Source: an optimization exercise on an open RTL-to-GDS flow (aim: small area, a short achievable clock period and few clock cycles per item). Production flows keep margins and buffers that such runs may drop. Function was checked by simulation only, so behaviour that the tests miss may differ from the original. No activity file was given, so power comes from the tool's default toggle rates.

`flow/design.v`:
```
module sigbox (
    input  wire        clk,
    input  wire        rst,
    input  wire        acc_valid,
    output wire        acc_ready,
    input  wire [39:0] acc_addr,
    input  wire [15:0] acc_len,
    input  wire [1:0]  acc_kind,     
    input  wire [3:0]  acc_init,
    input  wire [1:0]  acc_pl,
    input  wire [31:0] acc_wdata,
    output reg         resp_valid,
    output reg         resp_allowed,
    output reg         resp_err,
    output wire [7:0]  resp_slot,
    output reg  [15:0] resp_part_len,
    output reg         resp_split,
    output reg  [31:0] resp_rdata,
    output reg  [3:0]  resp_evt
);
    localparam NSLOT = 39;           
    localparam LOGN  = 8;            
    function automatic is_reserved(input integer s);
        is_reserved = (s == 15) || (s == 31) || (s >= 39);
    endfunction
    function automatic [39:0] slot_base(input integer s);
        if (s <= 14)       slot_base = 40'h00_0000_0000 + 40'h1_0000 * s;
        else if (s == 16)  slot_base = 40'h00_000F_0000;
        else if (s == 17)  slot_base = 40'h01_0000_0000;
        else if (s == 18)  slot_base = 40'h01_0004_0000;
        else if (s == 19)  slot_base = 40'h01_0008_0000;
        else if (s == 20)  slot_base = 40'h01_0010_0000;
        else if (s == 21)  slot_base = 40'h01_0100_0000;
        else if (s == 22)  slot_base = 40'h01_0200_0000;
        else if (s == 23)  slot_base = 40'h01_0400_0000;
        else if (s == 24)  slot_base = 40'h01_0500_0000;
        else if (s == 25)  slot_base = 40'h01_0510_0000;
        else if (s == 26)  slot_base = 40'h02_0000_0000;
        else if (s == 27)  slot_base = 40'h10_0000_0000;
        else if (s == 28)  slot_base = 40'h04_0000_0000;
        else if (s == 29)  slot_base = 40'h04_0001_0000;
        else if (s == 30)  slot_base = 40'h04_0002_0000;
        else if (s >= 32 && s <= 38)
                           slot_base = 40'h03_0000_0000 + 40'h1_0000 * (s - 32);
        else               slot_base = 40'h0;
    endfunction
    function automatic [31:0] slot_size(input integer s);
        if (s <= 14 || s == 16) slot_size = 32'h0001_0000;
        else if (s == 17)  slot_size = 32'h0004_0000;
        else if (s == 18)  slot_size = 32'h0000_4000;
        else if (s == 19)  slot_size = 32'h0000_4000;
        else if (s == 20)  slot_size = 32'h0008_0000;
        else if (s == 21)  slot_size = 32'h0080_0000;
        else if (s == 22)  slot_size = 32'h0040_0000;
        else if (s == 23)  slot_size = 32'h0100_0000;
        else if (s == 24)  slot_size = 32'h0010_0000;
        else if (s == 25)  slot_size = 32'h0004_0000;
        else if (s == 26)  slot_size = 32'h1000_0000;
        else if (s == 27)  slot_size = 32'h1000_0000;
        else if (s == 28)  slot_size = 32'h0000_1000;
        else if (s == 29)  slot_size = 32'h0001_0000;
        else if (s == 30)  slot_size = 32'h0000_1000;
        else if (s >= 32 && s <= 38) slot_size = 32'h0001_0000;
        else               slot_size = 32'h0;
    endfunction
    localparam [2:0] NONE = 3'b000, R = 3'b001, RW = 3'b011, RX = 3'b101;
    function automatic [11:0] slot_ceil(input integer s);
        if (s <= 14)       slot_ceil = {RW,   NONE, RW,   RW};
        else if (s == 16)  slot_ceil = {RW,   NONE, RW,   NONE};
        else if (s == 17)  slot_ceil = {NONE, NONE, NONE, RX};
        else if (s == 18)  slot_ceil = {NONE, NONE, R,    RW};
        else if (s == 19)  slot_ceil = {NONE, NONE, NONE, R};
        else if (s == 20)  slot_ceil = {NONE, NONE, NONE, RW};
        else if (s == 21)  slot_ceil = {NONE, NONE, RX,   RW};
        else if (s == 22)  slot_ceil = {NONE, NONE, RW,   RW};
        else if (s == 23)  slot_ceil = {NONE, NONE, RW,   NONE};
        else if (s == 24)  slot_ceil = {NONE, NONE, R,    NONE};
        else if (s == 25)  slot_ceil = {NONE, NONE, RW,   RW};
        else if (s == 26)  slot_ceil = {NONE, NONE, RW,   RW};
        else if (s == 27)  slot_ceil = {NONE, NONE, RW,   NONE};
        else if (s == 28)  slot_ceil = {NONE, NONE, RW,   RW};
        else if (s == 29)  slot_ceil = {NONE, NONE, R,    RW};
        else if (s == 30)  slot_ceil = {NONE, NONE, RW,   NONE};
        else if (s >= 32 && s <= 38) slot_ceil = {NONE, RW, RW, NONE};
        else               slot_ceil = 12'h000;
    endfunction
    function automatic [7:0] slot_of(input [39:0] a);
        integer s;
        begin
            slot_of = 8'hFF;
            for (s = 0; s < NSLOT; s = s + 1)
                if (!is_reserved(s) &&
                    ((a ^ slot_base(s)) & ~({8'h0, slot_size(s)} - 40'd1)) == 40'h0)
                    slot_of = s[7:0];
        end
    endfunction
    wire [11:0] rule [0:63];         
    reg  [63:0] lock_q;
    reg  [5:0]  sel_q;
    reg  [31:0] gen_q;
    reg  [2:0]  err_q;               
    reg  [31:0] seq_q;               
    reg         full_q;              
    reg [39:0] lg_addr   [0:LOGN-1];
    reg [15:0] lg_len    [0:LOGN-1];
    reg        lg_split  [0:LOGN-1];
    reg [3:0]  lg_init   [0:LOGN-1];
    reg [1:0]  lg_pl     [0:LOGN-1];
    reg [1:0]  lg_kind   [0:LOGN-1];
    reg [15:0] lg_repeat [0:LOGN-1];
    reg [31:0] lg_gen    [0:LOGN-1];
    assign acc_ready = 1'b1;
    wire acc_fire = acc_valid;
    wire [23:0] blk = acc_addr[39:16];
    wire [15:0] off = acc_addr[15:0];
    reg  [63:0] hit_v;           
    reg  [7:0]  slot;
    reg         hit;
    reg         near64;          
    integer     s;
    always @(*) begin
        hit_v = 64'h0;
        for (s = 0; s < NSLOT; s = s + 1)
            if (!is_reserved(s))
                hit_v[s] = ((acc_addr ^ slot_base(s)) &
                            ~({8'h0, slot_size(s)} - 40'd1)) == 40'h0;
        hit  = |hit_v;
        slot = 8'hFF;
        for (s = 0; s < NSLOT; s = s + 1)
            if (hit_v[s]) slot = s[7:0];
        near64 = (blk == 24'hFF_FFFF);
        for (s = 0; s < NSLOT; s = s + 1)
            if (!is_reserved(s)) begin
                if (slot_size(s) >= 32'h1_0000 &&
                    {16'h0, blk} == (slot_base(s) + {8'h0, slot_size(s)}) / 40'h1_0000 - 40'd1)
                    near64 = 1'b1;
                if (slot_base(s) != 40'h0 && {16'h0, blk} == slot_base(s) / 40'h1_0000 - 40'd1)
                    near64 = 1'b1;
            end
    end
    wire small16k = hit_v[18] | hit_v[19];
    wire small4k  = hit_v[28] | hit_v[30];
    wire [16:0] end_off = small16k ? 17'h0_4000 : small4k ? 17'h0_1000 : 17'h1_0000;
    wire        may_split = small16k | small4k | near64;
    wire [16:0] reach   = {1'b0, off} + {1'b0, acc_len};
    wire        split   = may_split && (reach > end_off);
    wire [15:0] avail   = end_off[15:0] - off;
    wire [15:0] part_len = split ? avail : acc_len;
    reg [11:0] cur_rule;
    always @(*) begin
        cur_rule = 12'h000;
        for (s = 0; s < NSLOT; s = s + 1)
            if (!is_reserved(s) && hit_v[s]) cur_rule = cur_rule | rule[s];
    end
    reg allowed;
    always @(*) begin
        case (acc_kind)
            2'd0:    allowed = cur_rule[3*acc_pl + 0];
            2'd1:    allowed = cur_rule[3*acc_pl + 1];
            2'd2:    allowed = cur_rule[3*acc_pl + 2];
            default: allowed = 1'b0;
        endcase
    end
    wire posted_write = (acc_kind == 2'd1) && (acc_init != 4'd4);
    wire host_read    = (acc_kind == 2'd0) && (acc_init == 4'd5);
    wire err          = !allowed && !posted_write && !host_read;
    wire        reg_hit = allowed && hit_v[12];
    wire        reg_rd  = acc_fire && reg_hit && (acc_kind == 2'd0);
    wire        reg_wr  = acc_fire && reg_hit && (acc_kind == 2'd1);
    wire        main_off = (acc_addr[15:6] == 10'h0);
    wire        log_off  = (acc_addr[15:8] == 8'h10);
    wire        sel_rsv  = is_reserved(sel_q);
    wire [11:0] sel_ceil = slot_ceil(sel_q);
    wire [11:0] sel_rule = rule[sel_q];
    wire        sel_lock = lock_q[sel_q];
    wire [11:0] new_rule = acc_wdata[11:0];
    reg  [2:0]  rule_err;
    always @(*) begin
        if (sel_lock)
            rule_err = 3'h1;
        else if ((new_rule & ~sel_ceil) != 12'h000 || new_rule[2:0] != sel_ceil[2:0])
            rule_err = 3'h2;
        else if (acc_pl == 2'd3 &&
                 (new_rule[8:3] != sel_rule[8:3] || (new_rule[11:9] & ~sel_rule[11:9]) != 3'b000))
            rule_err = 3'h3;
        else if (sel_rsv)
            rule_err = 3'h4;
        else
            rule_err = 3'h0;
    end
    wire rule_wr     = reg_wr && main_off && (acc_addr[5:2] == 4'd1);
    wire rule_accept = rule_wr && (rule_err == 3'h0);
    wire rule_refuse = rule_wr && (rule_err != 3'h0);
    wire sel_wr      = reg_wr && main_off && (acc_addr[5:2] == 4'd0);
    wire lock0_wr    = reg_wr && main_off && (acc_addr[5:2] == 4'd8);
    wire lock1_wr    = reg_wr && main_off && (acc_addr[5:2] == 4'd9);
    wire new_lock    = (lock0_wr && (acc_wdata & ~lock_q[31:0])  != 32'h0) ||
                       (lock1_wr && (acc_wdata & ~lock_q[63:32]) != 32'h0);
    genvar gs, gb;
    generate
        for (gs = 0; gs < 64; gs = gs + 1) begin : g_rule
            for (gb = 0; gb < 12; gb = gb + 1) begin : g_bit
                localparam [11:0] CEIL = slot_ceil(gs);
                if (gs < NSLOT && !is_reserved(gs) && gb >= 3 && CEIL[gb]) begin : g_ff
                    reg q;
                    always @(posedge clk)
                        if (rst)
                            q <= 1'b1;
                        else if (rule_accept && sel_q == gs)
                            q <= new_rule[gb];
                    assign rule[gs][gb] = q;
                end else begin : g_const
                    assign rule[gs][gb] = CEIL[gb];
                end
            end
        end
    endgenerate
    wire       violation  = acc_fire && !allowed;
    wire       repeat_hit = (seq_q != 32'h0) &&
                            lg_init[0]  == acc_init &&
                            lg_kind[0]  == acc_kind &&
                            lg_split[0] == split &&
                            lg_addr[0]  == acc_addr;
    wire       new_entry  = violation && !repeat_hit;
    wire       rep_inc    = violation && repeat_hit && (lg_repeat[0] != 16'hFFFF);
    integer k;
    always @(posedge clk) begin
        if (new_entry) begin
            lg_addr[0]  <= acc_addr;
            lg_len[0]   <= part_len;
            lg_split[0] <= split;
            lg_init[0]  <= acc_init;
            lg_pl[0]    <= acc_pl;
            lg_kind[0]  <= acc_kind;
            lg_gen[0]   <= gen_q;
            for (k = 1; k < LOGN; k = k + 1) begin
                lg_addr[k]   <= lg_addr[k-1];
                lg_len[k]    <= lg_len[k-1];
                lg_split[k]  <= lg_split[k-1];
                lg_init[k]   <= lg_init[k-1];
                lg_pl[k]     <= lg_pl[k-1];
                lg_kind[k]   <= lg_kind[k-1];
                lg_repeat[k] <= lg_repeat[k-1];
                lg_gen[k]    <= lg_gen[k-1];
            end
        end
        if (new_entry)
            lg_repeat[0] <= 16'h0;
        else if (rep_inc)
            lg_repeat[0] <= lg_repeat[0] + 16'd1;
    end
    reg        rd_main_q, rd_log_q;
    reg [5:0]  rd_idx_q;
    wire       st_pend = rd_main_q && rd_idx_q[3:0] == 4'd13;
    always @(posedge clk) begin
        if (rst) begin
            lock_q    <= 64'h0;
            sel_q     <= 6'h0;
            gen_q     <= 32'h0;
            err_q     <= 3'h0;
            seq_q     <= 32'h0;
            full_q    <= 1'b0;
            rd_main_q <= 1'b0;
            rd_log_q  <= 1'b0;
        end else if (acc_fire) begin
            if (sel_wr)
                sel_q <= acc_wdata[5:0];
            if (rule_accept)
                gen_q <= gen_q + 32'd1;
            if (rule_refuse)
                err_q <= rule_err;
            else if (st_pend)
                err_q <= 3'h0;
            if (lock0_wr)
                lock_q[31:0]  <= lock_q[31:0]  | acc_wdata;
            if (lock1_wr)
                lock_q[63:32] <= lock_q[63:32] | acc_wdata;
            if (new_entry) begin
                seq_q <= seq_q + 32'd1;
                if (seq_q[2:0] == 3'd7)
                    full_q <= 1'b1;
            end
            rd_main_q <= reg_rd && main_off;
            rd_log_q  <= reg_rd && log_off;
        end
    end
    always @(posedge clk)
        if (acc_fire)
            rd_idx_q <= acc_addr[7:2];
    reg [6:0] slot_q;
    assign resp_slot = {slot_q[6], slot_q};
    always @(posedge clk) begin
        if (rst)
            resp_valid <= 1'b0;
        else
            resp_valid <= acc_fire;
        resp_allowed  <= allowed;
        resp_err      <= err;
        slot_q        <= slot[6:0];
        resp_part_len <= part_len;
        resp_split    <= split;
        resp_evt      <= {new_lock, rule_refuse, rule_accept, new_entry};
    end
    wire [2:0]  rd_ent  = rd_idx_q[5:3];
    wire [2:0]  rd_pos  = seq_q[2:0] - 3'd1 - rd_ent;
    wire        rd_val  = full_q || (rd_ent < seq_q[2:0]);
    wire [39:0] r_addr  = lg_addr[rd_pos];
    wire [1:0]  r_kind  = lg_kind[rd_pos];
    wire [3:0]  r_init  = lg_init[rd_pos];
    wire        r_post  = (r_kind == 2'd1) && (r_init != 4'd4);
    wire [31:0] r_seq   = seq_q - {29'h0, rd_pos};
    reg [31:0] log_word;
    always @(*) begin
        case (rd_idx_q[2:0])
            3'd2: log_word = r_addr[31:0];
            3'd3: log_word = {24'h0, r_addr[39:32]};
            3'd4: log_word = r_seq;
            3'd5: log_word = {4'h0, r_init, slot_of(r_addr), lg_len[rd_pos]};
            3'd6: log_word = {lg_repeat[rd_pos], 3'b000,
                              {1'b0, lg_split[rd_pos], r_post, r_kind}, 6'h00, lg_pl[rd_pos]};
            3'd7: log_word = lg_gen[rd_pos];
            default: log_word = 32'h0;    
        endcase
    end
    wire [39:0] sel_base = slot_base(sel_q);
    wire [31:0] sel_size = slot_size(sel_q);
    reg  [31:0] main_word;
    always @(*) begin
        case (rd_idx_q[3:0])
            4'd0:  main_word = {26'h0, sel_q};
            4'd1:  main_word = sel_rsv ? 32'h0 : {sel_lock, 19'h0, sel_rule};
            4'd2:  main_word = {20'h0, sel_ceil};
            4'd4:  main_word = sel_base[31:0];
            4'd5:  main_word = {24'h0, sel_base[39:32]};
            4'd6:  main_word = sel_size;
            4'd8:  main_word = lock_q[31:0];
            4'd9:  main_word = lock_q[63:32];
            4'd10: main_word = gen_q;
            4'd12: main_word = gen_q;
            4'd13: main_word = {29'h0, err_q};
            4'd14: main_word = seq_q;
            default: main_word = 32'h0;
        endcase
    end
    always @(*) begin
        resp_rdata = 32'h0;
        if (rd_main_q)
            resp_rdata = main_word;
        else if (rd_log_q && rd_val)
            resp_rdata = log_word;
    end
endmodule
```
`flow/run.sh`:
```
#!/bin/bash
# synth_recipe.tcl (not shown) runs the flow's synth.tcl, then flattens the netlist and writes it again
# the make line also repeats each setting of config.mk as NAME=value (left out here)
make -C /OpenROAD-flow-scripts/flow DESIGN_CONFIG=/design/flow/config.mk WORK_HOME=/design/flow/orfs CLKGATE_MAP_FILE= SYNTH_SCRIPT=/design/flow/synth_recipe.tcl finish
```
`flow/config.mk`:
```
export PLATFORM = sky130hd
export DESIGN_NAME = sigbox
export DESIGN_NICKNAME = sigbox
export VERILOG_FILES = /design/flow/design.v
export SDC_FILE = /design/flow/constraint.sdc
export NUM_CORES = 4
export LEC_CHECK = 0
export CAP_MARGIN = 20
export CORE_MARGIN = 2
export CORE_UTILIZATION = 40
export SLEW_MARGIN = 20
```
`flow/constraint.sdc`:
```
create_clock -name core_clock -period 13.0 [get_ports {clk}]
set_input_delay 2.6000 -clock core_clock [delete_from_list [all_inputs] [get_ports {clk}]]
set_output_delay 2.6000 -clock core_clock [all_outputs]
set_load 0.01 [all_outputs]
```
==> results.sh <==
export IMPL_track_usage_pct=28.3
export IMPL_hold_depth=0
export IMPL_internal_power_mw=7.01
export IMPL_cts_htree_levels=4
export IMPL_final_core_util_pct=46.0
export IMPL_routed_via_density=6.45
export IMPL_synth_main_ff_cell="edfxtp_1"
export IMPL_grt_pass1_vias=40300
export IMPL_synth_edff_count=894
export IMPL_ys_ff_latch=1192
export IMPL_numClockSinks=1192
export IMPL_synthesis_nets=4783
export IMPL_slew_viol_final=0
export IMPL_cts_setup_buffers=0
export IMPL_cp_max_fo=101
export IMPL_rsz0062_at_grt="no"
export IMPL_relSlewSlack_pct=15.7
export IMPL_worst_hold_slack_ps=428
export IMPL_cts_clk_slew_worst_paths_ps=60
export IMPL_clk_latency_ps=780
export IMPL_synth_area_top_cells="edfxtp_1 49%, dfxtp_1 11%, mux4_2 3.5%"
export IMPL_peakVddDrop_mv=0.126
export IMPL_clockPowerShare_pct=37.9
export IMPL_grt_pass1_wl_um=293000
export IMPL_switching_share_pct=28.8
export IMPL_yosysMostFrequentCell="edfxtp_1"
export IMPL_die_w_um=376
export IMPL_setup_violations=0
export IMPL_tns_ps=0
export IMPL_grt_overflow=0
export IMPL_synth_top_area_cell="edfxtp_1"
export IMPL_combPwrFrac_pct=16.4
export IMPL_cap_violations=0
export IMPL_first_pass_iters=7
export IMPL_outcome="timing/DRC/antenna clean"
export IMPL_die_h_um=376
export IMPL_drive_gt1_share_pct=10.7
export IMPL_syn_area_um2=55200
export IMPL_ioPinCount=164
export IMPL_port_buffers=162
export IMPL_p_total_mw=9.85
export IMPL_place_inst=6400
export IMPL_die_area_um2=141000
export IMPL_cts_hold_fix_buffers=0
export IMPL_fin_skew_ps=38.1
export IMPL_hold_path_class="reg -> reg"
export IMPL_synthCells=4641
export IMPL_p_sw_mw=2.84
export IMPL_initial_core_util_pct=40.2
export IMPL_power_density_nw_per_um2=156
export IMPL_r2r_cells=16
export IMPL_nets=4884
export IMPL_area_growth_pct=14.4
export IMPL_post_drt_wl_per_cell_um=30.6
export IMPL_cts_tree="yes"
export IMPL_cts_root_buf="clkbuf_16"
export IMPL_cts_buffer_depth=3
export IMPL_worstMarginPinSlew_ps=1260
export IMPL_critPathCaptureType="output pin"
export IMPL_synth_top_area_share_pct=48.6
export IMPL_yosysUniqueCellTypes=115
export IMPL_ys_seq_area_share_pct=59.4
export IMPL_worst_ep_required_time_ps=10400
export IMPL_ctsResizeCount=0
export IMPL_pwr_share_seq_pct=45.7
export IMPL_core_um2=137000
export IMPL_fmax_mhz=95.7
export IMPL_drcViolationCount=0
export IMPL_numCtsBuffers=134
export IMPL_min_period_ps=10450
export IMPL_arrival_ps=7850
export IMPL_fill_cells=12400
export IMPL_grt_max_degree=193
export IMPL_hold_viol=0
export IMPL_first_iter_violations=6619
export IMPL_async_flop_share_pct=0
export IMPL_start_kind="flip-flop"
export IMPL_post_synth_cell_area_avg_um2=11.9
export IMPL_fin_crit_sh_pct=80.4
export IMPL_final_cells=6648
export IMPL_seq_area_um2=32800
export IMPL_row_count=136
export IMPL_yosysWarnings=9
export IMPL_path_class="reg -> out"
export IMPL_place_gp_congestion=0.980
export IMPL_antenna_found_initial=16
export IMPL_route_vias_total=42900
export IMPL_hpwl_um=145000
export IMPL_leakage_nw=21.9
export IMPL_synth_top_cells_by_count="894 x edfxtp_1, 497 x nand2_1, 298 x dfxtp_1"
export IMPL_wl_um=204000
export IMPL_multiInputGateArea_um2=20800
export IMPL_ant_nets=0
power groups by stage:
stage          clock [mW]  sequential, mW  combinational (mW)
6_report             3.74            4.50                1.61
5_1_grt              3.92            4.52                1.70
4_1_cts              3.79            4.50                1.59
3_5_place_dp            0            4.57                1.59
3_3_place_gp            0            4.57                1.59
2_1_floorplan           0            4.53               0.938
area by class of cell:
type | instances | share of cell area, %
flip-flops and latches | 1192 | 52.0
multi-input cells | 3031 | 32.9
clock buffers | 185 | 5.89
repair buffers | 286 | 4.18
well taps | 1794 | 3.55
clock inverters | 55 | 0.834
inverters | 97 | 0.620
diodes | 8 | 0.0317
path summary, 6_finish.rpt:
check	start	endpoint	slack [ps]
worst min register to register	lg_gen[2][15]	lg_gen[3][15]	430
worst max register to register	sel_q[3]	gen_q[8]	7160
worst max-delay path	rd_idx_q[3]	resp_rdata[25]	2550
worst min-delay path	lg_gen[2][15]	lg_gen[3][15]	430
critical path: stages, from the launching register on:
cell             delay [ps]
edfxtp_1                500
inv_1                   230
ha_1                    270
fa_4                    480
xor2_4                  260
inv_8                   500
buf_4                   700
buf_4                   570
mux4_2                  380
nor2_1                  100
nor3_1                   80
nor3_1                  370
o22ai_1                 290
a221oi_1               1040
o22ai_1                 430
clkdlybuf4s50_1         600
cell families after synthesis:
kind of cell / after synthesis / share of synthesized area, %
flops: 1192 / 59.4
simple gates: 1486 / 13.6
buf+inv: 418 / 3.08
mux: 204 / 5.78
xor+xnor: 131 / 2.11
fa+ha+maj: 44 / 1.03
compound gates: 1165 / 15.0
other cells: 1 / 0.00679
through the flow:
stage	cell area (um^2)	setup slack [ps]
floorplan	55200	1560
global placement	58900	2740
detailed placement	58900	2720
CTS	63100	2710
global route	63100	2530
finish	63200	2550
flip-flops by register name, summed over array words and instances, names as in the netlist, 6 cells and up:
name                 flops
lg_addr                320
lg_gen                 256
lg_len                 128
lg_repeat              128
g_rule.g_bit.g_ff.q    111
lock_q                  64
gen_q                   32
lg_init                 32
seq_q                   32
lg_kind                 16
lg_pl                   16
resp_part_len           16
lg_split                 8
slot_q                   7
rd_idx_q                 6
sel_q                    6
per-layer routing:
metal | vias to the layer above | GRT usage [%] | share of wire [%]
met5 | - | 0 | 0.053
met4 | 14 | 13.0 | 5.0
met3 | 476 | 5.88 | 11
met2 | 2636 | 42.1 | 44
met1 | 21400 | 39.7 | 41
li1 | 18400 | - | -
cells in the final DEF (no fill, tap or decap), drive strengths merged, types with 73 or more instances in the layout:
master         synthesis  routed
o21ai                136     136
mux4                  87      87
clkdlybuf4s50          0     161
nor3                  94      94
inv                   91      97
o211ai               123     123
a21oi                250     250
xor2                  73      73
buf                  119     125
nand4                 95      95
nand3                166     166
clkbuf               202     185
dfxtp                298     298
mux2i                 74      74
a22o                  94      94
o22ai                 90      90
a22oi                 77      77
edfxtp               894     894
nor2                 264     264
nand2                498     498
Testbench counts, summed over its fixed seeds: cycles 32,008, items 32,000.

## port drivers added, routing unchanged
In the flow no input, the clock included, has a driving cell. The finished layout below was timed again as built, in two steps.
Step 1: set_driving_cell puts a clkbuf_16 on clk and a buf_2 on each other input, an assumption about the parent block.
Step 2, shift: input delay + t, output delay - t, t = (earliest + latest rising clock arrival at the registers) / 2. This alone moves slack from input paths to output paths.
Three values: ideal, step 1, step 2; two values: the first two.
shift t [ns]: 0.843
setup slack, ns: 2.553 / 2.473 / 2.571
worst register clock-pin slew, ns: 0.07 / 0.07
worst slew at a driven data input, ns: 0.14
pins driven straight from the clock port: 1
After both steps this run still meets setup and hold. The setup slack of this run moves by -0.080 ns with the drivers and by +0.018 ns with both steps.
